Background: an optimization exercise with open tools, aiming at small area, a short achievable clock period and few clock cycles per item. Do not read the settings as production practice.
Function was checked by simulation only, so behaviour that the tests miss may differ from the original.

== oak ==
// husk_dec
module husk_dec (
    input  wire         clk,
    input  wire         rst,
    input  wire         in_valid,
    output wire         in_ready,
    input  wire         in_mode,
    input  wire [255:0] in_data,
    input  wire [31:0]  in_check,
    output wire         out_valid,
    output wire [255:0] out_data,
    output wire [31:0]  out_check,
    output wire [1:0]   out_status
);
  function [3:0] m16;
    input [3:0] a;
    input [3:0] b;
    reg [6:0] p;
    begin
      p = ({7{b[0]}} & {3'b0, a}) ^ ({7{b[1]}} & {2'b0, a, 1'b0}) ^
          ({7{b[2]}} & {1'b0, a, 2'b0}) ^ ({7{b[3]}} & {a, 3'b0});
      m16 = p[3:0] ^ {p[6:4], 1'b0} ^ {1'b0, p[6:4]};
    end
  endfunction
  function [3:0] inv16;
    input [3:0] a;
    begin
      case (a)
        4'h0: inv16 = 4'h0;
        4'h1: inv16 = 4'h1;
        4'h2: inv16 = 4'h9;
        4'h3: inv16 = 4'hE;
        4'h4: inv16 = 4'hD;
        4'h5: inv16 = 4'hB;
        4'h6: inv16 = 4'h7;
        4'h7: inv16 = 4'h6;
        4'h8: inv16 = 4'hF;
        4'h9: inv16 = 4'h2;
        4'hA: inv16 = 4'hC;
        4'hB: inv16 = 4'h5;
        4'hC: inv16 = 4'hA;
        4'hD: inv16 = 4'h4;
        4'hE: inv16 = 4'h3;
        4'hF: inv16 = 4'h8;
        default: inv16 = 4'h0;
      endcase
    end
  endfunction
  function [3:0] mlam;
    input [3:0] a;
    begin
      mlam[0] = a[0] ^ a[1];
      mlam[1] = a[2];
      mlam[2] = a[3];
  ...
Size in the first run: ~5300 cells after synthesis, roughly 1300 flip-flops, about 59000 um2 of cells after synthesis.
clock: 30.0 ns
lec_check: 0
cap_margin: 20
core_margin: 2
core_utilization: 55
place_density: 0.68
slew_margin: 50
standard.sh (not shown) runs the stock make flow with config.mk's settings and CLKGATE_MAP_FILE= SYNTH_SCRIPT=/design/flow/synth_recipe.tcl, a recipe that flattens the netlist after the stock synthesis.
==> flow/flow/run.sh <==
#!/bin/bash
# Standard layout, but the port buffers that global placement inserts are
# buf_2 cells instead of the default delay buffers.
set -euo pipefail
export BUFFER_PORTS_ARGS="-buffer_cell sky130_fd_sc_hd__buf_2"
bash standard.sh > standard_make.log 2>&1
Testbench counts of oak, summed over its fixed seeds: cycles 6,432, items 6,400.
Changes in pine relative to oak:
Settings: setting CTS_CLUSTER_SIZE to 20 for the first time; setting CTS_BUF_LIST to sky130_fd_sc_hd__clkbuf_8 for the first time.
Looking at the reports, pine completed the entire flow and the layout it produced met the timing, design-rule and antenna checks.
Delta (pine minus oak): final worst setup slack has decreased; actual transition at the worst max-transition pin now sits higher; global-route usage went up 0.41 points; routed via count saw an increase; routed wire length moved up.

---

Setup of run A:
Another version of the RTL of husk_dec (not shown whole).
Size: roughly 1200 flip-flops, about 580 I/O pins, ~58000 um^2 of cells after synthesis.
## husk_dec
module husk_dec (
    input  wire         clk,
    input  wire         rst,
    input  wire         in_valid,
    output wire         in_ready,
    input  wire         in_mode,
    input  wire [255:0] in_data,
    input  wire [31:0]  in_check,
    output wire         out_valid,
    output wire [255:0] out_data,
    output wire [31:0]  out_check,
    output wire [1:0]   out_status
);
Settings: LEC_CHECK=0, CAP_MARGIN=20, CORE_MARGIN=2, CORE_UTILIZATION=58, CTS_CLUSTER_DIAMETER=80, CTS_CLUSTER_SIZE=20, PLACE_DENSITY=0.7, SLEW_MARGIN=50; clock period 30.0 ns.
==> flow/flow/run.sh <==
#!/bin/bash
# Standard layout (the standard.sh) with one change in global placement:
# every port still gets a buffer, but inputs get buf_1 and outputs buf_2
# (instead of the default delay buffer), and the flip-flops that drive
# output ports are sized up to dfxtp_2.  See pre_gpl.tcl.
set -euo pipefail
export DONT_BUFFER_PORTS=1
export PRE_GLOBAL_PLACE_TCL="$PWD/flow/pre_gpl.tcl"
bash standard.sh > standard_make.log 2>&1
==> flow/flow/pre_gpl.tcl <==
# Run by ORFS before global placement (PRE_GLOBAL_PLACE_TCL), in place of
# its own buffer_ports call (DONT_BUFFER_PORTS=1).
set db [ord::get_db]
set block [ord::get_db_block]
set ff2 [$db findMaster sky130_fd_sc_hd__dfxtp_2]
set nup 0
foreach bt [$block getBTerms] {
  if {[$bt getIoType] != "OUTPUT"} { continue }
  set net [$bt getNet]
  if {$net == "NULL"} { continue }
  foreach it [$net getITerms] {
    if {![$it isOutputSignal]} { continue }
    set inst [$it getInst]
    if {[[$inst getMaster] getName] == "sky130_fd_sc_hd__dfxtp_1"} {
      $inst swapMaster $ff2
      incr nup
    }
  }
}
puts "pre_gpl: $nup output flip-flops sized to dfxtp_2"
buffer_ports -inputs -buffer_cell sky130_fd_sc_hd__buf_1
buffer_ports -outputs -buffer_cell sky130_fd_sc_hd__buf_2
The flow did not stop early for run A: all stages ran, and the layout cleared the timing, design-rule and antenna checks.
Testbench counts of run A, summed over its fixed seeds: cycles 6,432, items 6,400.
Here is what was changed in the inputs of run B compared with run A.
--- a/flow/flow/run.sh
+++ b/flow/flow/run.sh
@@ -1,5 +1,5 @@
 #!/bin/bash
 # Standard layout (the standard.sh) with one change in global placement:
-# every port still gets a buffer, but inputs get buf_1 and outputs buf_2
+# every port still gets a buffer, but inputs and outputs get buf_1
 # (instead of the default delay buffer), and the flip-flops that drive
 # output ports are sized up to dfxtp_2.  See pre_gpl.tcl.
--- a/flow/flow/pre_gpl.tcl
+++ b/flow/flow/pre_gpl.tcl
@@ -20,3 +20,3 @@
 puts "pre_gpl: $nup output flip-flops sized to dfxtp_2"
 buffer_ports -inputs -buffer_cell sky130_fd_sc_hd__buf_1
-buffer_ports -outputs -buffer_cell sky130_fd_sc_hd__buf_2
+buffer_ports -outputs -buffer_cell sky130_fd_sc_hd__buf_1
### Flow results
Sum of routed wire length over all layers: run B vs run A, no meaningful difference
Run B -> run A: final clock period utilization by the worst path delta 0, exact match
From run A to run B, number of clock buffers inserted by TritonCTS did not move at all.
| total non-filler cell area in the finished layout | run B vs run A | ≈ equal |
The following lists how run C was set up differently from run B:
==> flow/flow/run.sh <==
#!/bin/bash
# Standard layout (the standard.sh) with one change in global placement:
# every port still gets a buffer, but inputs get buf_1 and outputs buf_2
# instead of the default delay buffer.  See pre_gpl.tcl.
set -euo pipefail
export DONT_BUFFER_PORTS=1
export PRE_GLOBAL_PLACE_TCL="$PWD/flow/pre_gpl.tcl"
bash standard.sh > standard_make.log 2>&1
==> flow/flow/pre_gpl.tcl <==
# Run by ORFS before global placement (PRE_GLOBAL_PLACE_TCL), in place of
# its own buffer_ports call (DONT_BUFFER_PORTS=1): every input port gets a
# buf_1 and every output port a buf_2.
buffer_ports -inputs -buffer_cell sky130_fd_sc_hd__buf_1
buffer_ports -outputs -buffer_cell sky130_fd_sc_hd__buf_2
### Flow results
Between run C and run B, the difference in count of distinct cell types in the synthesized netlist is negligible. Measured slew at the worst slew-check pin down 0.058 ns in run C wrt run B. Run B → run C: layout buffer count excluding clock buffers saw a decrease, met3 routed wirelength now sits lower, net total in the final layout was more or less identical. Every run (run C and run B) finished clean. Final area down 0.69% in run C wrt run B. Diff run B -> run C: fill cell instance count of the final layout +82; layout cell share with drive strength beyond 1 -5.4 points; total wire length -about 2.2%.

==> afterwards: timing with drivers on the ports <==
How much do the figures lean on ideal ports? The routed layouts below were timed once more, with nothing changed but the port constraints. Step 1 (the two cells are an assumption about what drives the block):
set clk [get_ports {clk}]
set_driving_cell -lib_cell sky130_fd_sc_hd__clkbuf_16 $clk
set_driving_cell -lib_cell sky130_fd_sc_hd__buf_2 [delete_from_list [all_inputs] $clk]
Step 2 times the ports against the registers' clock, not the clock port: input delays grow and output delays shrink by t, the midpoint of the rising clock arrivals with the driver on. a / b / c = ideal / step 1 / step 2; a / b = the first two.
run | t (ns) | setup WS [ns] | worst slew at a driven data input, ns
oak | 0.826 | 22.477 / 22.398 / 22.794 | 0.13
pine | 0.986 | 22.374 / 22.297 / 22.757 | 0.13
run A | 0.795 | 22.697 / 22.686 / 22.697 | 0.15
run B | 0.795 | 22.697 / 22.686 / 22.697 | 0.15
run C | 0.783 | 22.624 / 22.547 / 22.957 | 0.30
After both steps every run listed still meets setup and hold.
